Source: an optimization exercise on an open RTL-to-GDS flow (aim: small area, a short achievable clock period and few clock cycles). Production flows keep margins and buffers that such runs may drop.
In this exercise RTL edits were held to simulation tests only and were not proved equivalent to the original.

==> flow/design.v, too long to show whole: its modules and the start of the top module <==
// module ce_exec: 382 lines
// module ce_fma: 1953 lines
module ce_exec (
    input  wire        clk,
    input  wire        rst,
    input  wire        in_valid,
    input  wire [31:0] in_instr,
    output wire        in_ready,
    output reg         wb_valid,
    output reg  [3:0]  wb_reg,
    output reg  [23:0] wb_data
);
  // ...
==> flow/run.sh <==
#!/bin/bash
# synth_recipe.tcl (not shown) runs the flow's synth.tcl, then flattens the netlist and writes it again
# the make line also repeats each setting of config.mk as NAME=value (left out here)
make -C /OpenROAD-flow-scripts/flow DESIGN_CONFIG=/design/flow/config.mk WORK_HOME=/design/flow/orfs CLKGATE_MAP_FILE= SYNTH_SCRIPT=/design/flow/synth_recipe.tcl finish
==> flow/config.mk <==
export PLATFORM = sky130hd
export DESIGN_NAME = ce_exec
export DESIGN_NICKNAME = ce_exec
export VERILOG_FILES = /design/flow/design.v
export SDC_FILE = /design/flow/constraint.sdc
export NUM_CORES = 4
export LEC_CHECK = 0
export CAP_MARGIN = 40
export CORE_MARGIN = 2
export CORE_UTILIZATION = 60
export PLACE_DENSITY = 0.75
export SLEW_MARGIN = 30
==> flow/constraint.sdc <==
create_clock -name core_clock -period 16.0 [get_ports {clk}]
set_input_delay 3.2000 -clock core_clock [delete_from_list [all_inputs] [get_ports {clk}]]
set_output_delay 3.2000 -clock core_clock [all_outputs]
set_load 0.01 [all_outputs]
==> impl_results.md, run 1 <==
- Biggest registers after layout: w (384), acc (192), tmp (49)
- Top cell type's share of synthesized area: a little under a third
- Cell Rows: 122
- Final Hold Viols: 0
- Syn_area_per_cell: around 10 um^2
- Finished Layout Cells: between 8000 and 9000
- Vias in the first global route: roughly 56000
- WHS: slightly below 0.5 ns
- Status: no timing/DRC/antenna violations
- Asr flop ratio synth: 0%
- Die area: approximately 110000 um^2
- Tap Count: between 1000 and 1500
- Synth Area in Adders: roughly an eighth
- Initial core utilization: about three fifths
- Initial antenna violation count: 18
- H-tree levels: 3
- Max stage delay on crit path: ~0.63 ns
- Crit end category: flop
- Yosys synthesis warning count: 3
- Hold path start: flags[3]
- Layout cells sized above 1: 11.0%
- Total wire length: ~270000 um
- Worst EP required: around 17 ns
- Ranking of synthesized cells by area: edfxtp_1 30%, fa_1 8.3%, dfxtp_1 5.1%, a22oi_1 4.9%, ha_1 4.8%
- Clock Buffer Count: 110
- Most frequent cell after synthesis: edfxtp_1
- Max layer used: met5
- Non-clock buffer count: approximately 320
- DP Worst Slack: a little over 7 ns
- Met2 usage: 67.7%
- Reg area: roughly 24000 um^2
- Nets: about 7100
- Grt ovf: 0
- Reg-to-Reg End: tmp[28]
- Top cell types by occurrence after synthesis: 672 x edfxtp_1, 463 x nand2_1, 451 x inv_1, 433 x a22oi_1
Testbench counts, summed over its fixed seeds: cycles 38,101.
==> module ce_exec, before the edit <==
module ce_exec (
    input  wire        clk,
    input  wire        rst,
    input  wire        in_valid,
    input  wire [31:0] in_instr,
    output wire        in_ready,
    output reg         wb_valid,
    output reg  [3:0]  wb_reg,
    output reg  [23:0] wb_data
);
    localparam [5:0] OP_NOP  = 6'h00, OP_LDI  = 6'h03, OP_MOV  = 6'h04,
                     OP_MOVS = 6'h05, OP_ADD  = 6'h08, OP_SUB  = 6'h09,
                     OP_ABS  = 6'h0A, OP_SHF  = 6'h0B, OP_MUL  = 6'h0C,
                     OP_MAC  = 6'h0D, OP_MSU  = 6'h0E, OP_MVA  = 6'h0F,
                     OP_DIV  = 6'h10, OP_PARK = 6'h16, OP_MINS = 6'h1A,
                     OP_MAXS = 6'h1B, OP_FCLR = 6'h2C;
    localparam integer DK = 2;
    localparam integer NI = 24 / DK;
    reg [23:0] w   [0:15];
    reg [47:0] acc [0:3];     
    reg [3:0]  aovf;
    reg [5:0]  flags;
    reg [2:0]  win;           
    reg        rdy;           
    reg        e1_v;          
    reg        e1_stale;      
    reg        e1_last;       
    reg [3:0]  e1_step;
    reg [31:0] ir;
    reg [23:0] opa, opb;
    reg [23:0] opm;           
    reg        d_neg, d_sat, d_bz, d_an, d_az;
    reg        c_bsel, c_one, c_two, c_sub, c_abs, c_fcacc, c_fcb, c_park;
    reg        c_fctmp;       
    reg        c_first;       
    reg [11:0] b_one, b_two, b_neg;    
    reg        e2_we;
    reg [3:0]  e2_rd;
    reg [4:0]  e2_t;
    reg        e2_nm, e2_wrap, e2_force;
    reg [1:0]  e2_fk;         
    reg [1:0]  e2_movs;       
    reg [48:0] tmp;
    assign in_ready = rdy;
    wire accept = in_valid & rdy;
    function automatic is_mm(input [5:0] o);
        is_mm = (o == OP_MINS) || (o == OP_MAXS);
    endfunction
    function automatic [3:0] last_step(input [31:0] x);
        case (x[31:26])
            OP_PARK:          last_step = 4'd3;
            OP_DIV:           last_step = NI;
            OP_MINS, OP_MAXS: last_step = {2'b00, x[13:12]};     
            default:          last_step = 4'd0;
        endcase
    endfunction
    function automatic [7:0] src_addr(input [31:0] x);
        reg [3:0] a, b;
        begin
            a = x[21:18];
            b = x[17:14];
            case (x[31:26])
                OP_SUB:           src_addr = {b, a};
                OP_PARK:          src_addr = {a, b + 4'd1};
                OP_MINS, OP_MAXS: src_addr = {a, a + 4'd1};
                default:          src_addr = {a, b};
            endcase
        end
    endfunction
    function automatic reads_reg(input [31:0] x, input [3:0] r);
        reg [3:0] a, b;
        reg [4:0] da;
        begin
            a = x[21:18];
            b = x[17:14];
            da = {1'b0, r} - {1'b0, a};
            case (x[31:26])
                OP_MOV, OP_ABS, OP_SHF: reads_reg = (r == a);
                OP_ADD, OP_SUB, OP_MUL, OP_MAC, OP_MSU, OP_DIV:
                    reads_reg = (r == a) || (r == b);
                OP_PARK: reads_reg = (r == a) || (r == a + 4'd1) || (r == b) || (r == b + 4'd1);
                OP_MINS, OP_MAXS: reads_reg = !da[4] && (da[3:0] <= {1'b0, x[13:11]});
                default: reads_reg = 1'b0;
            endcase
        end
    endfunction
    function automatic writes_reg(input [5:0] o);
        case (o)
            OP_LDI, OP_MOV, OP_MOVS, OP_ADD, OP_SUB, OP_ABS, OP_SHF, OP_MUL,
            OP_MVA, OP_DIV, OP_PARK, OP_MINS, OP_MAXS: writes_reg = 1'b1;
            default: writes_reg = 1'b0;
        endcase
    endfunction
    wire [5:0] op   = ir[31:26];
    wire [3:0] rd   = ir[25:22];
    wire [3:0] ra   = ir[21:18];
    wire [3:0] rb   = ir[17:14];
    wire [1:0] rk   = ir[13:12];
    wire [3:0] sh   = ir[3:0];
    wire       bit11 = ir[11];
    wire       e1_work = e1_v & !e1_stale;
    wire o_mul  = (op == OP_MUL);
    wire o_mac  = (op == OP_MAC);
    wire o_msu  = (op == OP_MSU);
    wire o_mva  = (op == OP_MVA);
    wire o_park = (op == OP_PARK);
    wire o_add  = (op == OP_ADD);
    wire o_sub  = (op == OP_SUB);
    wire o_abs  = (op == OP_ABS);
    wire o_mov  = (op == OP_MOV);
    wire o_shf  = (op == OP_SHF);
    wire o_ldi  = (op == OP_LDI);
    wire o_movs = (op == OP_MOVS);
    wire o_div  = (op == OP_DIV);
    wire o_mm   = is_mm(op);
    wire o_fclr = (op == OP_FCLR);
    wire signed [5:0] shf_raw = ir[5:0];
    wire signed [5:0] shf_n = (shf_raw > 6'sd23) ? 6'sd23 :
                              (shf_raw < -6'sd23) ? -6'sd23 : shf_raw;
    wire shf_left = !shf_n[5];
    wire [4:0] shf_t = shf_left ? (5'd23 - shf_n[4:0]) : (5'd0 - shf_n[4:0]);
    reg  [3:0] addr1, addr2;
    always @(*) begin
        if (rdy)
            {addr1, addr2} = src_addr(in_instr);
        else if (e1_stale)
            {addr1, addr2} = src_addr(ir);
        else if (o_park) begin
            case (e1_step[1:0])
                2'd0:    {addr1, addr2} = {ra + 4'd1, rb};
                2'd1:    {addr1, addr2} = {ra + 4'd1, rb + 4'd1};
                default: {addr1, addr2} = {ra, rb};
            endcase
        end else begin
            addr1 = ra + {e1_step[2:0], 1'b0} + 4'd2;
            addr2 = ra + {e1_step[2:0], 1'b0} + 4'd3;
        end
    end
    wire [23:0] e2_val;
    wire        bypass = rdy | e1_stale;
    wire [23:0] rp1 = (bypass && e2_we && e2_rd == addr1) ? e2_val : w[addr1];
    wire [23:0] rp2 = (bypass && e2_we && e2_rd == addr2) ? e2_val : w[addr2];
    wire [23:0] ldi_imm = in_instr[21] ? {in_instr[20:0], 3'b000}
                                       : {{3{in_instr[20]}}, in_instr[20:0]};
    wire [47:0] acc_r = acc[rk];
    wire [47:0] acc_k = aovf[rk] ? {!acc_r[47], {47{acc_r[47]}}} : acc_r;
    reg  [48:0] fc;
    always @(*) begin
        if (c_fcacc)
            fc = {acc_k[47], acc_k};
        else if (c_fctmp)
            fc = tmp;
        else if (c_fcb)
            fc = {{25{opb[23]}}, opb};
        else
            fc = 49'd0;
    end
    wire [48:0] fr;
    ce_fma u_fma (.a(opm), .bone(b_one), .btwo(b_two), .bneg(b_neg), .c(fc), .r(fr));
    wire        mac_ovf = fr[48] ^ fr[47];
    wire        mm_max = op[0];
    wire [23:0] mm_t  = tmp[23:0];
    wire        mm_zv = ({e1_step[1:0], 1'b1} <= ir[13:11]);
    wire        mm_yt = mm_max ? ($signed(opa) > $signed(mm_t)) : ($signed(opa) < $signed(mm_t));
    wire        mm_zt = mm_max ? ($signed(opb) > $signed(mm_t)) : ($signed(opb) < $signed(mm_t));
    wire        mm_zy = mm_max ? ($signed(opb) > $signed(opa))  : ($signed(opb) < $signed(opa));
    wire        mm_ysel = c_first | mm_yt;            
    wire        mm_zb = mm_zv & (mm_ysel ? mm_zy : mm_zt);
    wire [23:0] mm_m2 = mm_zb ? opb : mm_ysel ? opa : mm_t;
    wire [2:0]  mm_p2 = mm_zb ? {e1_step[1:0], 1'b1} :
                        mm_ysel ? {e1_step[1:0], 1'b0} : win;
    wire [23:0] div_ua   = opa[23] ? -opa : opa;
    wire [23:0] div_ub   = opb[23] ? -opb : opb;
    wire [46:0] div_unum = {23'd0, div_ua} << (5'd23 - {1'b0, sh});
    reg [23:0] dv_rem, dv_lo;
    reg [24:0] dv_s;
    reg [25:0] dv_t;
    integer j;
    always @(*) begin
        dv_rem = tmp[47:24];
        dv_lo  = tmp[23:0];
        for (j = 0; j < DK; j = j + 1) begin
            dv_s   = {dv_rem, dv_lo[23]};
            dv_t   = {1'b0, dv_s} - {2'b0, opa};
            dv_rem = dv_t[25] ? dv_s[23:0] : dv_t[23:0];
            dv_lo  = {dv_lo[22:0], !dv_t[25]};
        end
    end
    wire [24:0] div_mag = d_bz ? {!d_az, 24'd0} : d_sat ? 25'h1000000 : {1'b0, dv_lo};
    wire        div_nm  = d_bz ? d_an : d_neg;
    wire [48:0] div_fin = {{24{1'b0}}, div_mag} ^ {49{div_nm}};
    wire [49:0] e2_u = {tmp, e2_nm};
    wire [49:0] e2_r0 = $signed(e2_u) >>> e2_t;
    wire [49:0] e2_lowmask = ~({50{1'b1}} << e2_t);
    wire        e2_sticky = |(e2_u & e2_lowmask);
    wire        e2_inc = e2_nm | !tmp[48] | e2_sticky;
    wire [49:0] e2_rnd = e2_r0 + {49'd0, e2_inc};
    wire        e2_ovf = (e2_rnd[49:24] != {26{e2_rnd[49]}});
    wire        e2_sat = !e2_wrap & e2_ovf;
    assign e2_val = (e2_movs == 2'd1) ? {18'd0, flags} :
                    (e2_movs == 2'd2) ? {21'd0, win} :
                    e2_sat ? {e2_rnd[49], {23{!e2_rnd[49]}}} : e2_rnd[24:1];
    wire        e2_flag = e2_we & !e2_wrap & (e2_ovf | e2_force);
    wire [5:0]  e2_fset = !e2_flag ? 6'd0 :
                          (e2_fk == 2'd0) ? 6'b000001 :
                          (e2_fk == 2'd1) ? 6'b000010 :
                          (e2_fk == 2'd2) ? 6'b000100 : 6'b010000;
    wire        last_now = e1_last;
    reg         n_we, n_nm, n_wrap, n_force;
    reg  [3:0]  n_rd;
    reg  [4:0]  n_t;
    reg  [1:0]  n_fk, n_movs;
    always @(*) begin
        n_we    = 1'b0;
        n_rd    = rd;
        n_t     = 5'd0;
        n_nm    = 1'b0;
        n_wrap  = 1'b0;
        n_force = 1'b0;
        n_fk    = 2'd0;
        n_movs  = 2'd0;
        case (op)
            OP_LDI, OP_MOV: begin n_we = 1'b1; n_wrap = 1'b1; end
            OP_MOVS: begin n_we = 1'b1; n_wrap = 1'b1; n_movs = (ir[2:0] == 3'd3) ? 2'd2 : 2'd1; end
            OP_ADD, OP_SUB: begin n_we = 1'b1; n_wrap = bit11; end
            OP_ABS: n_we = 1'b1;
            OP_SHF: begin n_we = 1'b1; n_t = shf_t; end
            OP_MUL: begin n_we = 1'b1; n_t = 5'd23 - {1'b0, sh}; n_fk = 2'd1; end
            OP_MVA: begin n_we = 1'b1; n_t = 5'd23 - {1'b0, sh}; n_fk = 2'd2; end
            OP_PARK: begin
                n_we = e1_step[0];
                n_rd = e1_step[1] ? rd + 4'd1 : rd;
                n_t  = 5'd23;
            end
            OP_DIV: begin
                n_we = last_now;
                n_nm = div_nm;
                n_fk = d_bz ? 2'd3 : 2'd1;
                n_force = d_bz;
            end
            OP_MINS, OP_MAXS: begin n_we = last_now; n_wrap = 1'b1; end
            default: ;
        endcase
        n_we = n_we & e1_work;
    end
    wire [5:0] iop = in_instr[31:26];
    wire n_bsel  = (iop == OP_MUL) | (iop == OP_MAC) | (iop == OP_MSU) | (iop == OP_PARK);
    wire n_shl   = (iop == OP_SHF) & !in_instr[5];
    wire n_shr   = (iop == OP_SHF) & in_instr[5];
    wire n_one   = (iop == OP_ADD) | (iop == OP_SUB) | (iop == OP_ABS) | (iop == OP_MOV) | n_shr;
    wire n_sub   = (iop == OP_MSU) | (iop == OP_SUB);
    wire n_fcacc = ((iop == OP_MAC) | (iop == OP_MSU)) & !in_instr[11] | (iop == OP_MVA);
    wire n_fcb   = (iop == OP_ADD) | (iop == OP_SUB) | (iop == OP_LDI);
    reg nc_bsel, nc_one, nc_two, nc_sub;
    always @(*) begin
        nc_bsel = c_bsel;
        nc_one  = c_one;
        nc_two  = c_two;
        nc_sub  = c_sub;
        if (rdy) begin
            nc_bsel = n_bsel;
            nc_one  = n_one;
            nc_two  = n_shl;
            nc_sub  = n_sub | ((iop == OP_ABS) & rp1[23]);
        end else if (e1_stale) begin
            if (c_abs) nc_sub = rp1[23];
        end else if (e1_v & !e1_last) begin
            nc_sub = c_park & nstep[0] & (nstep[1] ^ bit11);
        end
    end
    reg [11:0] nb_one, nb_two, nb_neg;
    reg        bl;
    integer q;
    always @(*) begin
        for (q = 0; q < 12; q = q + 1) begin
            bl = (q == 0) ? 1'b0 : rp2[2*q-1];
            nb_one[q] = nc_bsel ? (rp2[2*q] ^ bl) : (nc_one && q == 0);
            nb_two[q] = nc_bsel ? ((rp2[2*q+1] & !rp2[2*q] & !bl) | (!rp2[2*q+1] & rp2[2*q] & bl))
                                : (nc_two && q == 11);
            nb_neg[q] = (nc_bsel & rp2[2*q+1]) ^ nc_sub;
        end
    end
    wire [3:0] nstep = e1_step + 4'd1;
    wire [3:0] wsel  = e2_rd;
    wire [23:0] w_d  = rst ? 24'd0 : e2_val;
    wire [47:0] a_d  = rst ? 48'd0 : fr[47:0];
    wire        mac_we = e1_work & (o_mac | o_msu);
    wire        stale_hit = e1_v & writes_reg(op) & reads_reg(in_instr, o_park ? rd + 4'd1 : rd);
    integer i;
    always @(posedge clk) begin
        for (i = 0; i < 16; i = i + 1)
            if (rst || (e2_we && wsel == i)) w[i] <= w_d;
        for (i = 0; i < 4; i = i + 1)
            if (rst || (mac_we && rk == i)) begin
                acc[i]  <= a_d;
                aovf[i] <= !rst & mac_ovf;
            end
        wb_reg  <= e2_rd;
        wb_data <= e2_val;
        if (e1_work & o_div & !e1_last) begin
            if (c_first) opa <= div_ub;
        end else
            opa <= rp1;
        opm <= rp1;
        opb <= (rdy & (in_instr[31:26] == OP_LDI)) ? ldi_imm : rp2;
        c_sub <= nc_sub;
        b_one <= nb_one;
        b_two <= nb_two;
        b_neg <= nb_neg;
        if (o_div & c_first)
            tmp <= {1'b0, 1'b0, div_unum[46:24], div_unum[23:0]};
        else if (o_div)
            tmp <= last_now ? div_fin : {1'b0, dv_rem, dv_lo};
        else if (o_mm)
            tmp <= {{25{mm_m2[23]}}, mm_m2};
        else
            tmp <= fr;
        if (e1_work & o_div & c_first) begin
            d_neg <= opa[23] ^ opb[23];
            d_sat <= (div_unum[46:24] >= div_ub);
            d_bz  <= (opb == 24'd0);
            d_an  <= opa[23];
            d_az  <= (opa == 24'd0);
        end
        e2_rd    <= n_rd;
        e2_t     <= n_t;
        e2_nm    <= n_nm;
        e2_wrap  <= n_wrap;
        e2_force <= n_force;
        e2_fk    <= n_fk;
        e2_movs  <= n_movs;
        if (rst) begin
            flags    <= 6'd0;
            win      <= 3'd0;
            rdy      <= 1'b1;
            e1_v     <= 1'b0;
            e1_stale <= 1'b0;
            e1_last  <= 1'b0;
            e2_we    <= 1'b0;
            wb_valid <= 1'b0;
        end else begin
            wb_valid <= e2_we;
            e2_we    <= n_we;
            flags <= ((flags | e2_fset) & ~((e1_work & o_fclr) ? ir[5:0] : 6'd0)) |
                     {3'b000, mac_we & mac_ovf, 2'b00};
            if (e1_work & o_mm) win <= mm_p2;
            if (accept) begin
                ir       <= in_instr;
                c_bsel   <= n_bsel;
                c_one    <= n_one;
                c_two    <= n_shl;
                c_abs    <= (iop == OP_ABS);
                c_fcacc  <= n_fcacc;
                c_fcb    <= n_fcb;
                c_park   <= (iop == OP_PARK);
                c_fctmp  <= 1'b0;
                c_first  <= 1'b1;
                e1_v     <= 1'b1;
                e1_step  <= 4'd0;
                e1_stale <= stale_hit;
                e1_last  <= (last_step(in_instr) == 4'd0);
                rdy      <= !stale_hit && (last_step(in_instr) == 4'd0);
            end else if (e1_v) begin
                if (e1_stale) begin
                    e1_stale <= 1'b0;
                    rdy      <= e1_last;
                end else if (e1_last) begin
                    e1_v <= 1'b0;
                    rdy  <= 1'b1;
                end else begin
                    e1_step <= nstep;
                    c_first <= 1'b0;
                    c_fctmp <= c_park & nstep[0];
                    e1_last <= (nstep == last_step(ir));
                    rdy     <= (nstep == last_step(ir));
                end
            end else begin
                rdy <= 1'b1;
            end
        end
    end
endmodule
==> run 2: changes to the inputs <==
--- a/flow/design.v
+++ b/flow/design.v
@@ -30,8 +30,10 @@
     reg [23:0] opa, opb;
     reg [23:0] opm;           
-    reg        d_neg, d_sat, d_bz, d_an, d_az;
+    reg        d_neg;
     reg        c_bsel, c_one, c_two, c_sub, c_abs, c_fcacc, c_fcb, c_park;
     reg        c_fctmp;       
     reg        c_first;       
+    reg        c_second;      
+    reg        c_div;         
     reg [11:0] b_one, b_two, b_neg;    
     reg        e2_we;
@@ -42,6 +44,8 @@
     reg [1:0]  e2_movs;       
     reg [48:0] tmp;
-    assign in_ready = rdy;
-    wire accept = in_valid & rdy;
+    wire div_early;
+    wire e1_done = e1_last | div_early;      
+    assign in_ready = rdy | div_early;
+    wire accept = in_valid & in_ready;
     function automatic is_mm(input [5:0] o);
         is_mm = (o == OP_MINS) || (o == OP_MAXS);
@@ -122,5 +126,5 @@
     reg  [3:0] addr1, addr2;
     always @(*) begin
-        if (rdy)
+        if (in_ready)
             {addr1, addr2} = src_addr(in_instr);
         else if (e1_stale)
@@ -138,5 +142,5 @@
     end
     wire [23:0] e2_val;
-    wire        bypass = rdy | e1_stale;
+    wire        bypass = in_ready | e1_stale;
     wire [23:0] rp1 = (bypass && e2_we && e2_rd == addr1) ? e2_val : w[addr1];
     wire [23:0] rp2 = (bypass && e2_we && e2_rd == addr2) ? e2_val : w[addr2];
@@ -170,7 +174,5 @@
     wire [2:0]  mm_p2 = mm_zb ? {e1_step[1:0], 1'b1} :
                         mm_ysel ? {e1_step[1:0], 1'b0} : win;
-    wire [23:0] div_ua   = opa[23] ? -opa : opa;
     wire [23:0] div_ub   = opb[23] ? -opb : opb;
-    wire [46:0] div_unum = {23'd0, div_ua} << (5'd23 - {1'b0, sh});
     reg [23:0] dv_rem, dv_lo;
     reg [24:0] dv_s;
@@ -187,18 +189,29 @@
         end
     end
-    wire [24:0] div_mag = d_bz ? {!d_az, 24'd0} : d_sat ? 25'h1000000 : {1'b0, dv_lo};
-    wire        div_nm  = d_bz ? d_an : d_neg;
+    wire        div_bz  = (opb == 24'd0);           
+    wire        div_az  = (opa == 24'd0);
+    wire        div_sat = (tmp[47:24] >= opa);      
+    wire        div_e0  = c_first & (div_bz | div_az);
+    wire        div_e1  = c_second & div_sat;
+    assign div_early = e1_work & o_div & (div_e0 | div_e1);
+    wire [24:0] div_mag = div_e0 ? {div_bz & !div_az, 24'd0} :
+                          div_e1 ? 25'h1000000 : {1'b0, dv_lo};
+    wire        div_nm  = div_e0 ? (div_bz & opa[23]) : d_neg;
     wire [48:0] div_fin = {{24{1'b0}}, div_mag} ^ {49{div_nm}};
     wire [49:0] e2_u = {tmp, e2_nm};
-    wire [49:0] e2_r0 = $signed(e2_u) >>> e2_t;
-    wire [49:0] e2_lowmask = ~({50{1'b1}} << e2_t);
-    wire        e2_sticky = |(e2_u & e2_lowmask);
+    wire [49:0] e2_sh = e2_u >> e2_t;
+    wire [24:0] e2_lo = e2_sh[24:0];
+    wire [22:0] e2_lowmask = ~({23{1'b1}} << e2_t);
+    wire        e2_sticky = |(e2_u[22:0] & e2_lowmask);
     wire        e2_inc = e2_nm | !tmp[48] | e2_sticky;
-    wire [49:0] e2_rnd = e2_r0 + {49'd0, e2_inc};
-    wire        e2_ovf = (e2_rnd[49:24] != {26{e2_rnd[49]}});
+    wire [24:0] e2_hmask = {25{1'b1}} << e2_t;           
+    wire        e2_hi0 = ((e2_u[49:25] & e2_hmask) == 25'd0);
+    wire        e2_hi1 = ((~e2_u[49:25] & e2_hmask) == 25'd0);
+    wire [25:0] e2_s = {1'b0, e2_lo} + {25'd0, e2_inc};
+    wire        e2_ovf = !((e2_hi0 & (e2_s[25:24] == 2'b00)) | (e2_hi1 & (e2_s[25] | e2_s[24])));
     wire        e2_sat = !e2_wrap & e2_ovf;
     assign e2_val = (e2_movs == 2'd1) ? {18'd0, flags} :
                     (e2_movs == 2'd2) ? {21'd0, win} :
-                    e2_sat ? {e2_rnd[49], {23{!e2_rnd[49]}}} : e2_rnd[24:1];
+                    e2_sat ? {tmp[48], {23{!tmp[48]}}} : e2_s[24:1];
     wire        e2_flag = e2_we & !e2_wrap & (e2_ovf | e2_force);
     wire [5:0]  e2_fset = !e2_flag ? 6'd0 :
@@ -206,5 +219,5 @@
                           (e2_fk == 2'd1) ? 6'b000010 :
                           (e2_fk == 2'd2) ? 6'b000100 : 6'b010000;
-    wire        last_now = e1_last;
+    wire        last_now = e1_done;
     reg         n_we, n_nm, n_wrap, n_force;
     reg  [3:0]  n_rd;
@@ -236,6 +249,6 @@
                 n_we = last_now;
                 n_nm = div_nm;
-                n_fk = d_bz ? 2'd3 : 2'd1;
-                n_force = d_bz;
+                n_fk = (c_first & div_bz) ? 2'd3 : 2'd1;
+                n_force = c_first & div_bz;
             end
             OP_MINS, OP_MAXS: begin n_we = last_now; n_wrap = 1'b1; end
@@ -252,5 +265,6 @@
     wire n_fcacc = ((iop == OP_MAC) | (iop == OP_MSU)) & !in_instr[11] | (iop == OP_MVA);
     wire n_fcb   = (iop == OP_ADD) | (iop == OP_SUB) | (iop == OP_LDI);
-    reg nc_bsel, nc_one, nc_two, nc_sub;
+    reg nc_bsel, nc_one, nc_two, nc_sub, nc_div;
+    reg [3:0] nc_sh;
     always @(*) begin
         nc_bsel = c_bsel;
@@ -258,5 +272,9 @@
         nc_two  = c_two;
         nc_sub  = c_sub;
-        if (rdy) begin
+        nc_div  = c_div;
+        nc_sh   = sh;
+        if (in_ready) begin
+            nc_div  = (iop == OP_DIV);
+            nc_sh   = in_instr[3:0];
             nc_bsel = n_bsel;
             nc_one  = n_one;
@@ -265,5 +283,5 @@
         end else if (e1_stale) begin
             if (c_abs) nc_sub = rp1[23];
-        end else if (e1_v & !e1_last) begin
+        end else if (e1_v & !e1_done) begin
             nc_sub = c_park & nstep[0] & (nstep[1] ^ bit11);
         end
@@ -279,4 +297,9 @@
                                 : (nc_two && q == 11);
             nb_neg[q] = (nc_bsel & rp2[2*q+1]) ^ nc_sub;
+            if (nc_div) begin
+                nb_one[q] = (q == ((5'd23 - nc_sh) >> 1)) & nc_sh[0];  
+                nb_two[q] = (q == ((5'd23 - nc_sh) >> 1)) & !nc_sh[0];
+                nb_neg[q] = rp1[23];
+            end
         end
     end
@@ -298,17 +321,16 @@
         wb_reg  <= e2_rd;
         wb_data <= e2_val;
-        if (e1_work & o_div & !e1_last) begin
+        if (e1_work & o_div & !e1_done) begin
             if (c_first) opa <= div_ub;
         end else
             opa <= rp1;
         opm <= rp1;
-        opb <= (rdy & (in_instr[31:26] == OP_LDI)) ? ldi_imm : rp2;
+        opb <= (in_ready & (in_instr[31:26] == OP_LDI)) ? ldi_imm : rp2;
         c_sub <= nc_sub;
+        c_div <= nc_div;
         b_one <= nb_one;
         b_two <= nb_two;
         b_neg <= nb_neg;
-        if (o_div & c_first)
-            tmp <= {1'b0, 1'b0, div_unum[46:24], div_unum[23:0]};
-        else if (o_div)
+        if (o_div & (!c_first | div_e0))
             tmp <= last_now ? div_fin : {1'b0, dv_rem, dv_lo};
         else if (o_mm)
@@ -318,8 +340,4 @@
         if (e1_work & o_div & c_first) begin
             d_neg <= opa[23] ^ opb[23];
-            d_sat <= (div_unum[46:24] >= div_ub);
-            d_bz  <= (opb == 24'd0);
-            d_an  <= opa[23];
-            d_az  <= (opa == 24'd0);
         end
         e2_rd    <= n_rd;
@@ -356,4 +374,5 @@
                 c_fctmp  <= 1'b0;
                 c_first  <= 1'b1;
+                c_second <= 1'b0;
                 e1_v     <= 1'b1;
                 e1_step  <= 4'd0;
@@ -365,5 +384,5 @@
                     e1_stale <= 1'b0;
                     rdy      <= e1_last;
-                end else if (e1_last) begin
+                end else if (e1_done) begin
                     e1_v <= 1'b0;
                     rdy  <= 1'b1;
@@ -371,4 +390,5 @@
                     e1_step <= nstep;
                     c_first <= 1'b0;
+                    c_second <= c_first;
                     c_fctmp <= c_park & nstep[0];
                     e1_last <= (nstep == last_step(ir));
--- a/flow/config.mk
+++ b/flow/config.mk
@@ -8,5 +8,5 @@
 export CAP_MARGIN = 40
 export CORE_MARGIN = 2
-export CORE_UTILIZATION = 60
-export PLACE_DENSITY = 0.75
+export CORE_UTILIZATION = 40
+export PLACE_DENSITY = 0.6
 export SLEW_MARGIN = 30
==> run 2 against run 1 <==
  * Register-to-register slack gained 0.33 ns
  * Global-route usage shrank 14 points
  * Via count shrank 7.3%
  * Largest cell class unchanged
  * Wire length grew 0.83%
  * Critical path type is now in2reg
  * Critical path depth shrank 18
  * Hold slack gained 0.058 ns
  * Highest routed layer unchanged
  * Die area grew 43%
  * Synthesized area shrank 4.1%
  * Non-clock buffer count shrank 21
  * First-iteration DRC count shrank 21%
  * Still clean
==> impl_results.md, run 2 <==
- Setup slack, reg-to-reg: 7.37 ns
- Biggest registers after layout: w (384), acc (192), tmp (49)
- Vias: between 50000 and 60000
- Status: no timing/DRC/antenna violations
- Mapped Area: 63800 um^2
- Worst Path Arrival: a little under 10 ns
- Met2 usage: 50.3% (-17 points)
- DP Worst Slack: 6.51 ns (-0.751 ns)
- Reg-to-Reg End: tmp[35]
- GRT Total Usage: between 30% and 40%
- Top reg by flops: w
- Router iterations before antenna repair: 9
- Wirelength per Cell: ~33 um
- CP Capture Point: b_two[1]
- Synth Flop Type: edfxtp_1
- CTS max path bufs: 3
- Top cell type's share of synthesized area: 31.5% (+1.1 points)
- Largest area contributor in the netlist: edfxtp_1
- Most frequent cells in the layout: 669 x edfxtp_1, 444 x inv_1, 428 x a22oi_1
- Syn_area_per_cell: 10.3 um^2 (+2.6%)
- # Post-CTS Setup Buffers: 0
- Worst EP required: 16.63 ns (+0.04 ns)
- Final Slew Violations: 0
- Reg area: 23500 um^2 (-0.29%)
- CTS clk-pin slew, worst paths: ~0.060 ns
- Worst r2r src: opa[1]
- DR DRC count: 0
- Total wire length: 271000 um (+0.83%)
- Cells after synthesis: 6200
- H-tree levels: 3 (unchanged)
- Final TNS setup: 0 ns
- Most common cell after layout, fill and taps aside: edfxtp_1
- Die area: 163000 um^2 (+43%)
- Register area share after synthesis: a little under two fifths
- Layout fillers: around 15000
- HPWL Detailed: between 150000 and 200000 um
- Max cap viols: 0
- Die span in y: 403 um
- Final Hold Viols: 0 (unchanged)
- Nets: 6703 (-5.9%)
- Final Cycle Share: a little under three fifths
- CTS resizes: 0
- Multi-input logic area: 37000 um^2
- Initial DRC Count: roughly 8500
- Top cell types by occurrence after synthesis: 669 x edfxtp_1, 447 x inv_1, 428 x a22oi_1, 386 x nand2_1, 369 x clkbuf_1
- ANT nets after route: 0
- Number of synthesized flops with an enable pin: roughly 670
- Met3 Track Usage GR: 6.58%
- Final setup viols: 0
- Critical Path Source: in_instr[29]
- Final Util: 44.5%
- Crit end category: flop
- Area growth syn-to-layout: 10.6%
- Slew HR: approximately 33%
- # hold bufs at CTS: 0
- Largest net degree at the start of global routing: just over 60
- Final worst setup slack: roughly 7.0 ns
- Critical path fanouts, max: 18
- Global-route wire length before repair: around 390000 um
- Initial antenna violation count: 7 (-11)
- Syn_nets: slightly below 7000
- Layout cells sized above 1: 11.5% (+0.45 points)
- Unrepaired setup endpoints after global routing: no
- Ranking of synthesized cells by area: edfxtp_1 32%, fa_1 8.6%, dfxtp_1 5.4%, a22oi_1 5.0%, ha_1 5.0%
- # port buffers: 64
- Netlist cell types: 110
- HP Class: reg2reg
- Asr flop ratio synth: 0% (unchanged)
- Most frequent cell after synthesis: edfxtp_1
- Worst Clk Skew: 0.0634 ns
- Core Area: ~160000 um^2
- FF+latch count, synth: roughly 840
- Routability cong.: 1.01
- CTS Buf Count: 94
- Met1 usage in global routing: between 40% and 50%
- Yosys synthesis warning count: 3 (unchanged)
- Crit path time final: roughly 9 ns
- DR vias/cell: 6.62
- Busiest grt layer: met2
- Reg2reg path depth: 31
- CTS root buffer: clkbuf_16
- Die X: between 400 and 500 um
- Vias in the first global route: 53200 (-5.5%)
- Fmax: approximately 0.11 GHz
- TritonCTS clock tree: built
- # diodes: 0
- Cell Rows: 146 (+20%)
- Worst-skew pair later-pin latency: between 0.7 and 0.8 ns
- Max reg flops: between 300 and 400
- # IOs: between 60 and 70
- Grt ovf: 0 (unchanged)
- Slew @ Worst Pin: 1.00 ns
- Setup CP Type: in2reg
- Critical Path Start Type: input port
- Initial core utilization: 40.3% (-20 points)
- Clk sinks: 841
==> run 2: cell count changes in the layout (fill, tap and decap cells not counted), sizes merged, moves of 26 or more <==
cell / delta
o211ai: +29
a21oi: -29
mux2i: -50
nand4: -35
xor2: -49
nand3: -54
and3: +32
a31o: +26
a221oi: -45
nand2: -78
a222oi: +46
o22a: -51
nor2: -52
a22o: -59
==> run 2: critical path: stages <==
cell and delay [ns]:
clkdlybuf4s50_1 0.83, nor4b_1 0.70, nand2_1 0.68, a31oi_1 0.47, nor2_1 0.17, a21oi_1 0.61
a211o_1 0.26, nand2_1 0.35, buf_4 0.37, a222oi_1 0.39, nand3_1 0.12, o22ai_1 0.30
o22ai_1 0.15, a311o_1 0.49, or3_1 0.42, a21oi_1 0.13
==> run 2: metrics by stage <==
stage | hold slack [ns] | instances | instance area, um^2
after floorplan | 0.329 | 6200 | 63800
after global placement | 0.519 | 8074 | 67000
after detailed placement | 0.524 | 8098 | 67200
after CTS | 0.535 | 8275 | 70400
after global routing | 0.568 | 8291 | 70500
final | 0.540 | 8291 | 70500
==> run 2: layout make-up <==
type / count / area share, %
Clock buffer: 117 / 3.59
Clock inverter: 60 / 0.873
Sequential cell: 841 / 33.4
Timing Repair Buffer: 302 / 3.55
Multi-Input combinational cell: 4445 / 52.5
Tap cell: 2072 / 3.68
Inverter: 454 / 2.42
==> run 2: logic make-up after synthesis <==
family | Yosys count | share of synthesized area (%)
compound gates | 1789 | 19.8
xor+xnor | 506 | 6.97
fa+ha+maj | 531 | 13.6
buf+inv | 914 | 5.69
flops | 841 | 36.9
mux | 271 | 6.67
simple gates | 1348 | 10.3
==> run 2: worst min path at each step <==
| stage | slack, ns | start | endpoint | depth (start not counted) |
|---|---|---|---|---|
| 6_report | 0.54 | flags[5] | flags[5] | 1 |
| 5_1_grt | 0.57 | win[2] | win[2] | 2 |
| 4_1_cts | 0.53 | flags[5] | flags[5] | 1 |
| 3_5_place_dp | 0.52 | flags[5] | flags[5] | 1 |
| 3_3_place_gp | 0.52 | flags[5] | flags[5] | 1 |
| 2_1_floorplan | 0.33 | e2_rd[1] | wb_reg[1] | 0 |
==> run 2: metal layers <==
metal,routed length (um),part of all wire (%)
met5,13,0.0048
met4,20300,7.5
met3,27900,10
met2,120000,44
met1,103000,38
Testbench counts of run 2, summed over its fixed seeds: cycles 33,620.
==> run 3: changes to the inputs <==
--- a/flow/design.v
+++ b/flow/design.v
@@ -30,9 +30,10 @@
     reg [23:0] opa, opb;
     reg [23:0] opm;           
-    reg        d_neg;
-    reg        c_bsel, c_one, c_two, c_sub, c_abs, c_fcacc, c_fcb, c_park;
+    reg        d_neg, d_sat;
+    reg        c_bsel, c_one, c_two, c_sub, c_abs, c_fcacc, c_fcb, c_park, c_addsub;
     reg        c_fctmp;       
     reg        c_first;       
     reg        c_second;      
+    reg        c_third;       
     reg        c_div;         
     reg [11:0] b_one, b_two, b_neg;    
@@ -65,5 +66,4 @@
             b = x[17:14];
             case (x[31:26])
-                OP_SUB:           src_addr = {b, a};
                 OP_PARK:          src_addr = {a, b + 4'd1};
                 OP_MINS, OP_MAXS: src_addr = {a, a + 4'd1};
@@ -156,5 +156,5 @@
             fc = tmp;
         else if (c_fcb)
-            fc = {{25{opb[23]}}, opb};
+            fc = {{25{opa[23]}}, opa};
         else
             fc = 49'd0;
@@ -191,7 +191,6 @@
     wire        div_bz  = (opb == 24'd0);           
     wire        div_az  = (opa == 24'd0);
-    wire        div_sat = (tmp[47:24] >= opa);      
     wire        div_e0  = c_first & (div_bz | div_az);
-    wire        div_e1  = c_second & div_sat;
+    wire        div_e1  = c_third & d_sat;
     assign div_early = e1_work & o_div & (div_e0 | div_e1);
     wire [24:0] div_mag = div_e0 ? {div_bz & !div_az, 24'd0} :
@@ -324,7 +323,7 @@
             if (c_first) opa <= div_ub;
         end else
-            opa <= rp1;
-        opm <= rp1;
-        opb <= (in_ready & (in_instr[31:26] == OP_LDI)) ? ldi_imm : rp2;
+            opa <= (in_ready & (iop == OP_LDI)) ? ldi_imm : rp1;
+        opm <= (in_ready ? ((iop == OP_ADD) | (iop == OP_SUB)) : c_addsub) ? rp2 : rp1;
+        opb <= rp2;
         c_sub <= nc_sub;
         c_div <= nc_div;
@@ -338,4 +337,6 @@
         else
             tmp <= fr;
+        if (e1_work & o_div & c_second)
+            d_sat <= (tmp[47:24] >= opa);
         if (e1_work & o_div & c_first) begin
             d_neg <= opa[23] ^ opb[23];
@@ -371,8 +372,10 @@
                 c_fcacc  <= n_fcacc;
                 c_fcb    <= n_fcb;
+                c_addsub <= (iop == OP_ADD) | (iop == OP_SUB);
                 c_park   <= (iop == OP_PARK);
                 c_fctmp  <= 1'b0;
                 c_first  <= 1'b1;
                 c_second <= 1'b0;
+                c_third  <= 1'b0;
                 e1_v     <= 1'b1;
                 e1_step  <= 4'd0;
@@ -391,4 +394,5 @@
                     c_first <= 1'b0;
                     c_second <= c_first;
+                    c_third  <= c_second;
                     c_fctmp <= c_park & nstep[0];
                     e1_last <= (nstep == last_step(ir));
--- a/flow/config.mk
+++ b/flow/config.mk
@@ -6,4 +6,5 @@
 export NUM_CORES = 4
 export LEC_CHECK = 0
+export ABC_AREA = 1
 export CAP_MARGIN = 40
 export CORE_MARGIN = 2
==> run 3 against run 2 <==
  * Cell count increased by 19%
  * Utilization decreased by 0.11 points
  * Register-to-register slack got worse by 0.05 ns
  * Die area decreased by 0.28%
  * Clock skew decreased by 0.010 ns
  * Setup slack improved by 0.36 ns
  * Via count increased by 8.0%
  * Critical path depth increased by 13
  * Cell area decreased by 0.35%
  * Wire length decreased by 2.1%
  * Non-clock buffer count decreased by 47
  * Largest cell class unchanged
==> impl_results.md, run 3 <==
- Vias: 59300 (+8.0%)
- Multi-input logic area: 34600 um^2 (-6.7%)
- Wirelength per Cell: 26.8 um (-18%)
- Final setup viols: 0 (unchanged)
- Slew HR: 31.4% (-1.7 points)
- Area growth syn-to-layout: 10.5% (about the same)
- Number of synthesized flops with an enable pin: 672 (+0.45%)
- Router iterations before antenna repair: 7 (-2)
- Met3 Track Usage GR: 7.61% (+1.0 points)
- CP top delay family: compound AO/OA/AOI/OAI gates
- Syn_nets: 8335 (+23%)
- Initial DRC Count: 8087 (-5.1%)
- Final Cycle Share: 54.2% (-2.3 points)
- Total wire length: 265000 um (-2.1%)
- # IOs: 65 (unchanged)
- Most frequent cell after synthesis: nand2_1
- Critical path fanouts, max: 37 (+19)
- Compound-gate portion of the synthesized area: 14.8% (-5.0 points)
- ANT nets after route: 0 (unchanged)
- Nets: 8308 (+24%)
- Max cap viols: 0 (unchanged)
- TritonCTS clock tree: built
- Global-route wire length before repair: 382000 um (-0.75%)
- Yosys synthesis warning count: 3 (unchanged)
- FF+latch count, synth: 844 (+0.36%)
- Reg area: 23600 um^2 (+0.33%)
- Status: no timing/DRC/antenna violations
- Core Area: 158000 um^2 (-0.11%)
- Synth Area in Adders: 13.7% (+0.023 points)
- Hold endpoint: e2_movs[1]
- Most common cell on crit path: inv_1
- Most frequent cells in the layout: 1500 x nand2_1, 1046 x inv_1, 672 x edfxtp_1
- # hold bufs at CTS: 0 (unchanged)
- Most common cell after layout, fill and taps aside: nand2_1
- Fmax: 0.115 GHz (+4.2%)
- Initial antenna violation count: 14 (+7)
- Vias in the first global route: 56500 (+6.3%)
- Unrepaired setup endpoints after global routing: no
- Hold Crit Depth: 1 (unchanged)
- Layout fillers: 15700 (+5.0%)
- Crit path time final: 8.68 ns (-0.362 ns)
- Top cell types by occurrence after synthesis: 1505 x nand2_1, 1051 x inv_1, 672 x edfxtp_1, 589 x nand3_1, 561 x nor2_1
- Setup CP Type: reg2reg
- Final Hold Viols: 0 (unchanged)
- Final Slew Violations: 0 (unchanged)
- Worst Path Arrival: 9.16 ns (-0.51 ns)
- Worst EP required: 16.48 ns (-0.15 ns)
- DR DRC count: 0 (unchanged)
- Initial core utilization: 40.2% (-0.067 points)
- Asr flop ratio synth: 0% (unchanged)
- Die span in y: 403 um (-0.14%)
- CP bufs+invs: 7 (+5)
- Simple-gate share of the synthesized area: 19.1% (+8.8 points)
- GRT Total Usage: 31.9% (-0.63 points)
- HPWL Detailed: 193000 um (+1.1%)
- Crit end category: flop
- Met2 usage: 49.6% (-0.72 points)
- # Post-CTS Setup Buffers: 0 (unchanged)
- Hold path start: ir[2]
- Cell total after placement: 9710 (+20%)
- CTS root buffer: clkbuf_16
- Reg-to-Reg End: aovf[3]
- Finished Layout Cells: 9896 (+19%)
- Max reg flops: 384 (unchanged)
- Top cell type's share of synthesized area: 31.7% (+0.23 points)
- Die area: 162000 um^2 (-0.28%)
- DR vias/cell: 5.99 (-9.5%)
- CTS clk-pin slew, worst paths: 0.07 ns (about the same)
- Busiest grt layer: met2
- Syn_area_per_cell: 8.18 um^2 (-20%)
- Reg2reg path depth: 29 (-6.5%)
- Layout cells sized above 1: 6.48% (-5.0 points)
- HP Class: reg2reg
- Cell Rows: 146 (unchanged)
- Mapped Area: 63600 um^2 (-0.28%)
- Netlist cell types: 69 (-37%)
- Critical Path Start Type: flop
- Largest family of logic cells by synthesized area: simple AND/OR/NAND/NOR gates
- Worst Clk Skew: 0.0532 ns (-0.0102 ns)
- Largest area contributor in the netlist: edfxtp_1
- Worst r2r src: ir[12]
- Top reg by flops: w
- Routability cong.: 1.02 (+0.95%)
- Synth Flop Type: edfxtp_1
- Slew @ Worst Pin: 1.03 ns (+0.0275 ns)
- Biggest registers after layout: w (384), acc (192), tmp (49)
- CTS Buf Count: 93 (-1.1%)
- Max stage delay on crit path: 0.75 ns (-0.08 ns)
- Multiplexer share of the synthesized area: 0.0472% (-6.6 points)
- # port buffers: 64 (unchanged)
- Crit-path slowest cell: edfxtp_1
- Met1 usage in global routing: 40.2% (-1.5 points)
- Clk sinks: 844 (+0.36%)
- CTS resizes: 0 (unchanged)
- Synth Area in XOR/XNOR: 6.20% (-0.77 points)
- Grt ovf: 0 (unchanged)
- CTS max path bufs: 3 (unchanged)
- Cells after synthesis: 7770 (+25%)
- Worst-skew pair later-pin latency: 0.75 ns (about the same)
- Largest net degree at the start of global routing: 59 (-4.8%)
- Ranking of synthesized cells by area: edfxtp_1 32%, nand2_1 8.9%, fa_1 8.6%, inv_1 6.2%, dfxtp_1 5.4%
- Final TNS setup: 0 ns (unchanged)
- Register area share after synthesis: 37.1% (+0.25 points)
- Setup slack, reg-to-reg: 7.32 ns (-0.05 ns)
- Die X: 403 um (-0.14%)
- H-tree levels: 3 (unchanged)
run 3: cell families (layout without fill, tap and decap cells):
kind of cell,count (synthesis),after routing
other cells,0,2
mux,3,3
simple gates,2879,2879
xor+xnor,450,450
buf+inv,1474,1526
flops,844,844
fa+ha+maj,530,530
compound gates,1590,1590
run 3: worst max-delay path by stage:
| stage | startpoint | to | slack, ns | cells past startpoint |
|---|---|---|---|---|
| after floorplan | rst | flop | 9.67 | 8 |
| after global routing | ir[12] | acc[3][41] | 6.91 | 30 |
| after global placement | ir[12] | acc[1][41] | 7.70 | 30 |
| final | ir[12] | aovf[3] | 7.32 | 29 |
| after CTS | ir[12] | aovf[3] | 7.54 | 29 |
| after detailed placement | ir[12] | aovf[1] | 7.58 | 29 |
run 3: cell type report:
| type | count | area share, % |
|---|---|---|
| Antenna cell | 2 | 0.00712 |
| Clock buffer | 135 | 3.82 |
| Clock inverter | 39 | 0.641 |
| Inverter | 1097 | 5.86 |
| Multi-Input combinational cell | 5452 | 49.2 |
| Sequential cell | 844 | 33.6 |
| Tap cell | 2072 | 3.69 |
| Timing Repair Buffer | 255 | 3.18 |
run 3: per-layer routing:
layer | up-vias | routed length, um
met5 | - | 80
met4 | 14 | 19500
met3 | 934 | 29300
met2 | 3848 | 117000
met1 | 28300 | 99600
li1 | 26200 | -
run 3: through the flow:
step / setup slack [ns] / hold WS [ns] / cell area [um^2] / utilization [%]
6_report: 7.32 / 0.465 / 70300 / 44.4
3_5_place_dp: 7.58 / 0.433 / 67000 / 42.4
5_1_grt: 6.91 / 0.484 / 70300 / 44.4
4_1_cts: 7.54 / 0.471 / 70200 / 44.4
2_1_floorplan: 9.67 / 0.376 / 63600 / -
3_3_place_gp: 7.70 / 0.440 / 66700 / 42.1
Testbench counts of run 3, summed over its fixed seeds: cycles 33,723.
==> run 4: changes to the inputs <==
--- a/flow/design.v
+++ b/flow/design.v
@@ -42,4 +42,5 @@
     reg [4:0]  e2_t;
     reg        e2_nm, e2_wrap, e2_force;
+    reg        e2_divq;       
     reg [1:0]  e2_fk;         
     reg [1:0]  e2_movs;       
@@ -47,6 +48,9 @@
     wire div_early;
     wire e1_done = e1_last | div_early;      
-    assign in_ready = rdy | div_early;
-    wire accept = in_valid & in_ready;
+    wire e1_take = rdy | div_early;          
+    reg        f_v;
+    reg [31:0] f_ir;
+    assign in_ready = !f_v | e1_take;
+    wire accept = f_v & e1_take;
     function automatic is_mm(input [5:0] o);
         is_mm = (o == OP_MINS) || (o == OP_MAXS);
@@ -126,6 +130,6 @@
     reg  [3:0] addr1, addr2;
     always @(*) begin
-        if (in_ready)
-            {addr1, addr2} = src_addr(in_instr);
+        if (e1_take)
+            {addr1, addr2} = src_addr(f_ir);
         else if (e1_stale)
             {addr1, addr2} = src_addr(ir);
@@ -142,9 +146,9 @@
     end
     wire [23:0] e2_val;
-    wire        bypass = in_ready | e1_stale;
+    wire        bypass = e1_take | e1_stale;
     wire [23:0] rp1 = (bypass && e2_we && e2_rd == addr1) ? e2_val : w[addr1];
     wire [23:0] rp2 = (bypass && e2_we && e2_rd == addr2) ? e2_val : w[addr2];
-    wire [23:0] ldi_imm = in_instr[21] ? {in_instr[20:0], 3'b000}
-                                       : {{3{in_instr[20]}}, in_instr[20:0]};
+    wire [23:0] ldi_imm = f_ir[21] ? {f_ir[20:0], 3'b000}
+                                   : {{3{f_ir[20]}}, f_ir[20:0]};
     wire [47:0] acc_r = acc[rk];
     wire [47:0] acc_k = aovf[rk] ? {!acc_r[47], {47{acc_r[47]}}} : acc_r;
@@ -194,14 +198,13 @@
     wire        div_e1  = c_third & d_sat;
     assign div_early = e1_work & o_div & (div_e0 | div_e1);
-    wire [24:0] div_mag = div_e0 ? {div_bz & !div_az, 24'd0} :
-                          div_e1 ? 25'h1000000 : {1'b0, dv_lo};
+    wire [24:0] div_mag = div_e0 ? {div_bz & !div_az, 24'd0} : 25'h1000000;
     wire        div_nm  = div_e0 ? (div_bz & opa[23]) : d_neg;
-    wire [48:0] div_fin = {{24{1'b0}}, div_mag} ^ {49{div_nm}};
-    wire [49:0] e2_u = {tmp, e2_nm};
+    wire [48:0] e2_v = (e2_divq ? {25'd0, tmp[23:0]} : tmp) ^ {49{e2_nm}};
+    wire [49:0] e2_u = {e2_v, e2_nm};
     wire [49:0] e2_sh = e2_u >> e2_t;
     wire [24:0] e2_lo = e2_sh[24:0];
     wire [22:0] e2_lowmask = ~({23{1'b1}} << e2_t);
     wire        e2_sticky = |(e2_u[22:0] & e2_lowmask);
-    wire        e2_inc = e2_nm | !tmp[48] | e2_sticky;
+    wire        e2_inc = e2_nm | !e2_v[48] | e2_sticky;
     wire [24:0] e2_hmask = {25{1'b1}} << e2_t;           
     wire        e2_hi0 = ((e2_u[49:25] & e2_hmask) == 25'd0);
@@ -212,5 +215,5 @@
     assign e2_val = (e2_movs == 2'd1) ? {18'd0, flags} :
                     (e2_movs == 2'd2) ? {21'd0, win} :
-                    e2_sat ? {tmp[48], {23{!tmp[48]}}} : e2_s[24:1];
+                    e2_sat ? {e2_v[48], {23{!e2_v[48]}}} : e2_s[24:1];
     wire        e2_flag = e2_we & !e2_wrap & (e2_ovf | e2_force);
     wire [5:0]  e2_fset = !e2_flag ? 6'd0 :
@@ -219,5 +222,5 @@
                           (e2_fk == 2'd2) ? 6'b000100 : 6'b010000;
     wire        last_now = e1_done;
-    reg         n_we, n_nm, n_wrap, n_force;
+    reg         n_we, n_nm, n_wrap, n_force, n_divq;
     reg  [3:0]  n_rd;
     reg  [4:0]  n_t;
@@ -228,4 +231,5 @@
         n_t     = 5'd0;
         n_nm    = 1'b0;
+        n_divq  = 1'b0;
         n_wrap  = 1'b0;
         n_force = 1'b0;
@@ -248,4 +252,5 @@
                 n_we = last_now;
                 n_nm = div_nm;
+                n_divq = !div_e0 & !div_e1;
                 n_fk = (c_first & div_bz) ? 2'd3 : 2'd1;
                 n_force = c_first & div_bz;
@@ -256,11 +261,11 @@
         n_we = n_we & e1_work;
     end
-    wire [5:0] iop = in_instr[31:26];
+    wire [5:0] iop = f_ir[31:26];
     wire n_bsel  = (iop == OP_MUL) | (iop == OP_MAC) | (iop == OP_MSU) | (iop == OP_PARK);
-    wire n_shl   = (iop == OP_SHF) & !in_instr[5];
-    wire n_shr   = (iop == OP_SHF) & in_instr[5];
+    wire n_shl   = (iop == OP_SHF) & !f_ir[5];
+    wire n_shr   = (iop == OP_SHF) & f_ir[5];
     wire n_one   = (iop == OP_ADD) | (iop == OP_SUB) | (iop == OP_ABS) | (iop == OP_MOV) | n_shr;
     wire n_sub   = (iop == OP_MSU) | (iop == OP_SUB);
-    wire n_fcacc = ((iop == OP_MAC) | (iop == OP_MSU)) & !in_instr[11] | (iop == OP_MVA);
+    wire n_fcacc = ((iop == OP_MAC) | (iop == OP_MSU)) & !f_ir[11] | (iop == OP_MVA);
     wire n_fcb   = (iop == OP_ADD) | (iop == OP_SUB) | (iop == OP_LDI);
     reg nc_bsel, nc_one, nc_two, nc_sub, nc_div;
@@ -273,7 +278,7 @@
         nc_div  = c_div;
         nc_sh   = sh;
-        if (in_ready) begin
+        if (e1_take) begin
             nc_div  = (iop == OP_DIV);
-            nc_sh   = in_instr[3:0];
+            nc_sh   = f_ir[3:0];
             nc_bsel = n_bsel;
             nc_one  = n_one;
@@ -308,5 +313,5 @@
     wire [47:0] a_d  = rst ? 48'd0 : fr[47:0];
     wire        mac_we = e1_work & (o_mac | o_msu);
-    wire        stale_hit = e1_v & writes_reg(op) & reads_reg(in_instr, o_park ? rd + 4'd1 : rd);
+    wire        stale_hit = e1_v & writes_reg(op) & reads_reg(f_ir, o_park ? rd + 4'd1 : rd);
     integer i;
     always @(posedge clk) begin
@@ -323,6 +328,6 @@
             if (c_first) opa <= div_ub;
         end else
-            opa <= (in_ready & (iop == OP_LDI)) ? ldi_imm : rp1;
-        opm <= (in_ready ? ((iop == OP_ADD) | (iop == OP_SUB)) : c_addsub) ? rp2 : rp1;
+            opa <= (e1_take & (iop == OP_LDI)) ? ldi_imm : rp1;
+        opm <= (e1_take ? ((iop == OP_ADD) | (iop == OP_SUB)) : c_addsub) ? rp2 : rp1;
         opb <= rp2;
         c_sub <= nc_sub;
@@ -332,5 +337,5 @@
         b_neg <= nb_neg;
         if (o_div & (!c_first | div_e0))
-            tmp <= last_now ? div_fin : {1'b0, dv_rem, dv_lo};
+            tmp <= (div_e0 | div_e1) ? {24'd0, div_mag} : {1'b0, dv_rem, dv_lo};
         else if (o_mm)
             tmp <= {{25{mm_m2[23]}}, mm_m2};
@@ -345,9 +350,13 @@
         e2_t     <= n_t;
         e2_nm    <= n_nm;
+        e2_divq  <= n_divq;
         e2_wrap  <= n_wrap;
         e2_force <= n_force;
         e2_fk    <= n_fk;
         e2_movs  <= n_movs;
+        if (in_valid & in_ready)
+            f_ir <= in_instr;
         if (rst) begin
+            f_v      <= 1'b0;
             flags    <= 6'd0;
             win      <= 3'd0;
@@ -361,9 +370,11 @@
             wb_valid <= e2_we;
             e2_we    <= n_we;
+            if (in_valid & in_ready) f_v <= 1'b1;
+            else if (accept)         f_v <= 1'b0;
             flags <= ((flags | e2_fset) & ~((e1_work & o_fclr) ? ir[5:0] : 6'd0)) |
                      {3'b000, mac_we & mac_ovf, 2'b00};
             if (e1_work & o_mm) win <= mm_p2;
             if (accept) begin
-                ir       <= in_instr;
+                ir       <= f_ir;
                 c_bsel   <= n_bsel;
                 c_one    <= n_one;
@@ -381,6 +392,6 @@
                 e1_step  <= 4'd0;
                 e1_stale <= stale_hit;
-                e1_last  <= (last_step(in_instr) == 4'd0);
-                rdy      <= !stale_hit && (last_step(in_instr) == 4'd0);
+                e1_last  <= (last_step(f_ir) == 4'd0);
+                rdy      <= !stale_hit && (last_step(f_ir) == 4'd0);
             end else if (e1_v) begin
                 if (e1_stale) begin
==> run 4 against run 3 <==
  * Still clean on timing, DRC and antenna
  * Clock skew grew 0.072 ns
  * Hold slack lost 0.067 ns
  * Synthesized cell count grew 0.31%
  * Non-clock buffer count grew 19
  * Global-route usage grew 2.6 points
  * Critical endpoint is now aovf[1]
==> impl_results.md, run 4 <==
- Most common cell after layout, fill and taps aside: nand2_1
- Area growth syn-to-layout: 11.1%
- Worst r2r src: c_fctmp
- Synth Flop Type: edfxtp_1
- Top cell types by occurrence after synthesis: 1527 x nand2_1, 1024 x inv_1, 704 x edfxtp_1, 578 x nand3_1, 534 x nor2_1
- WHS: 0.398 ns (-0.0672 ns)
- Worst Path Arrival: 8.70 ns (-0.46 ns)
- Final worst setup slack: 7.74 ns (+0.419 ns)
- Initial antenna violation count: 15 (+1)
- Unrepaired setup endpoints after global routing: no
- Router iterations before antenna repair: 7 (unchanged)
- Asr flop ratio synth: 0% (unchanged)
- Syn_area_per_cell: 8.29 um^2 (+1.3%)
- Crit end category: flop
- DP Worst Slack: 7.90 ns (+0.321 ns)
- Layout cells sized above 1: 7.12% (+0.64 points)
- Nets: 8360 (+0.63%)
- Die span in y: 406 um (+0.79%)
- Register area share after synthesis: 38.1% (+0.96 points)
- Top cell type's share of synthesized area: 32.7% (+0.99 points)
- Core Area: 161000 um^2 (+1.5%)
- CTS Buf Count: 100 (+7.5%)
- Die area: 165000 um^2 (+1.6%)
- DR vias/cell: 6.00 (+0.13%)
- Final TNS setup: 0 ns (unchanged)
- CTS root buffer: clkbuf_16
- Worst-skew pair later-pin latency: 0.80 ns (+0.05 ns)
- Finished Layout Cells: 10100 (+1.6%)
- Final Hold Viols: 0 (unchanged)
- # port buffers: 64 (unchanged)
- Cells after synthesis: 7794 (+0.31%)
- Critical Path Start Type: flop
- Worst EP required: 16.44 ns (-0.04 ns)
- Mapped Area: 64600 um^2 (+1.6%)
- Clk sinks: 878 (+4.0%)
- # IOs: 65 (unchanged)
- # Post-CTS Setup Buffers: 0 (unchanged)
- Critical Path Source: c_fctmp
- Number of synthesized flops with an enable pin: 704 (+4.8%)
- DR DRC count: 0 (unchanged)
- Status: no timing/DRC/antenna violations
- Final setup viols: 0 (unchanged)
- FF+latch count, synth: 878 (+4.0%)
- Syn_nets: 8360 (+0.30%)
- Vias: 60300 (+1.7%)
- Crit path time final: 8.26 ns (-0.419 ns)
- H-tree levels: 3 (unchanged)
- Total wire length: 290000 um (+9.3%)
- Final Cycle Share: 51.6% (-2.6 points)
- Top reg by flops: w
- Slew HR: 35.8% (+4.5 points)
- Most frequent cells in the layout: 1523 x nand2_1, 1020 x inv_1, 704 x edfxtp_1
- Grt ovf: 0 (unchanged)
- Setup CP Type: reg2reg
- HP Class: reg2reg
- CTS resizes: 0 (unchanged)
- Yosys synthesis warning count: 3 (unchanged)
- Final Util: 44.7% (+0.27 points)
- Ranking of synthesized cells by area: edfxtp_1 33%, nand2_1 8.9%, fa_1 8.5%, inv_1 5.9%, xor2_1 5.4%
- Critical path fanouts, max: 35 (-5.4%)
- Initial DRC Count: 8665 (+7.1%)
- Worst Clk Skew: 0.125 ns (+0.0716 ns)
- Wirelength per Cell: 28.8 um (+7.7%)
- Final Slew Violations: 0 (unchanged)
- Max cap viols: 0 (unchanged)
- CTS max path bufs: 3 (unchanged)
- Cell total after placement: 9830 (+1.2%)
- HPWL Detailed: 211000 um (+9.8%)
- Die X: 406 um (+0.79%)
- Vias in the first global route: 57400 (+1.5%)
- Global-route wire length before repair: 409000 um (+7.1%)
- Slew @ Worst Pin: 0.961 ns (-0.0691 ns)
- Crit-path slowest cell: inv_1
- Netlist cell types: 69 (unchanged)
- # hold bufs at CTS: 0 (unchanged)
- TritonCTS clock tree: built
- CTS clk-pin slew, worst paths: 0.07 ns (about the same)
- Max stage delay on crit path: 0.59 ns (-0.16 ns)
- Fmax: 0.121 GHz (+5.1%)
- Hold path start: e2_rd[2]
- ANT nets after route: 0 (unchanged)
- Initial core utilization: 40.2% (about the same)
- Biggest registers after layout: w (384), acc (192), tmp (49)
- Max reg flops: 384 (unchanged)
- Cell Rows: 147 (+0.68%)
- Largest net degree at the start of global routing: 57 (-3.4%)
- Most common cell on crit path: nand2_1
- GRT Total Usage: 34.5% (+2.6 points)
- Routability cong.: 1.05 (+3.1%)
- Largest area contributor in the netlist: edfxtp_1
- Most frequent cell after synthesis: nand2_1
run 4: worst max-delay path: cells and delay by family, from the launching register on:
kind            cells  cell delay [ns]
flops               1             0.38
simple gates       10             1.63
fa+ha+maj           4             1.93
buf+inv             6             2.02
compound gates      8             1.96
run 4: cells by family after synthesis:
group                      count (synthesis)  synth area share, %
DFF                                      878                 38.1
adders and majority gates                531                 13.5
buffers and inverters                   1453                 8.82
muxes                                      3               0.0465
and+or+nand+nor                         2884                 19.0
xor gates and xnor gates                 453                 6.14
AOI/OAI and AO/OA                       1592                 14.5
run 4: metal layers:
layer | vias up | global-route usage [%] | wire length [um]
met5 | - | 0 | 26
met4 | 4 | 22.2 | 22600
met3 | 849 | 8.70 | 33200
met2 | 3950 | 51.2 | 122000
met1 | 29100 | 44.6 | 112000
li1 | 26400 | - | -
run 4: final timing paths:
| path | end | slack (ns) | cells after the start |
|---|---|---|---|
| worst max-delay path | aovf[1] | 7.74 | 28 |
| worst min-delay path | wb_reg[2] | 0.40 | 0 |
| worst max register to register | aovf[1] | 7.74 | 28 |
| worst min register to register | wb_reg[2] | 0.40 | 0 |
run 4: final cells by class:
cell class	count	area [um^2]
well taps	2160	2700
clock inverters	65	746
inverters	1077	4050
diodes	9	22.5
flip-flops and latches	878	24600
multi-input cells	5463	34700
clock buffers	124	2650
repair buffers	274	2320
fillers	15800	88800
run 4: through the flow:
stage | instance area (um^2)
floorplan | 64600
global placement | 67800
detailed placement | 68100
CTS | 71500
global route | 71800
finish | 71800
Testbench counts of run 4, summed over its fixed seeds: cycles 33,731.

-- separate check: timing with driven ports --
In the flow no input, the clock included, has a driving cell. The finished layouts below were timed again as built, in two steps. Step 1, drivers: a clkbuf_16 drives clk and a buf_2 each remaining input, both assumed. Step 2 adds t to the input delays and takes it off the output delays; t is the mean of the earliest and latest rising clock arrival at the registers after step 1. Input paths then give back, and output paths get back, about the clock's delay inside the block. Three values: ideal ports, drivers, drivers and shift; two values: the first two.
| run | shift t [ns] | setup WS [ns] | worst setup path after step 2 |
|---|---|---|---|
| run 1 | 0.792 | 7.044 / 7.044 / 7.032 | input to register |
| run 2 | 0.798 | 6.963 / 7.015 / 6.217 | input to register |
| run 3 | 0.801 | 7.325 / 7.325 / 7.325 | register to register |
| run 4 | 0.819 | 7.744 / 7.744 / 7.744 | register to register |
After both steps every run listed still meets setup and hold. For run 2, which loses most, drivers alone change the setup slack by +0.052 ns; drivers and shift together by -0.746 ns.
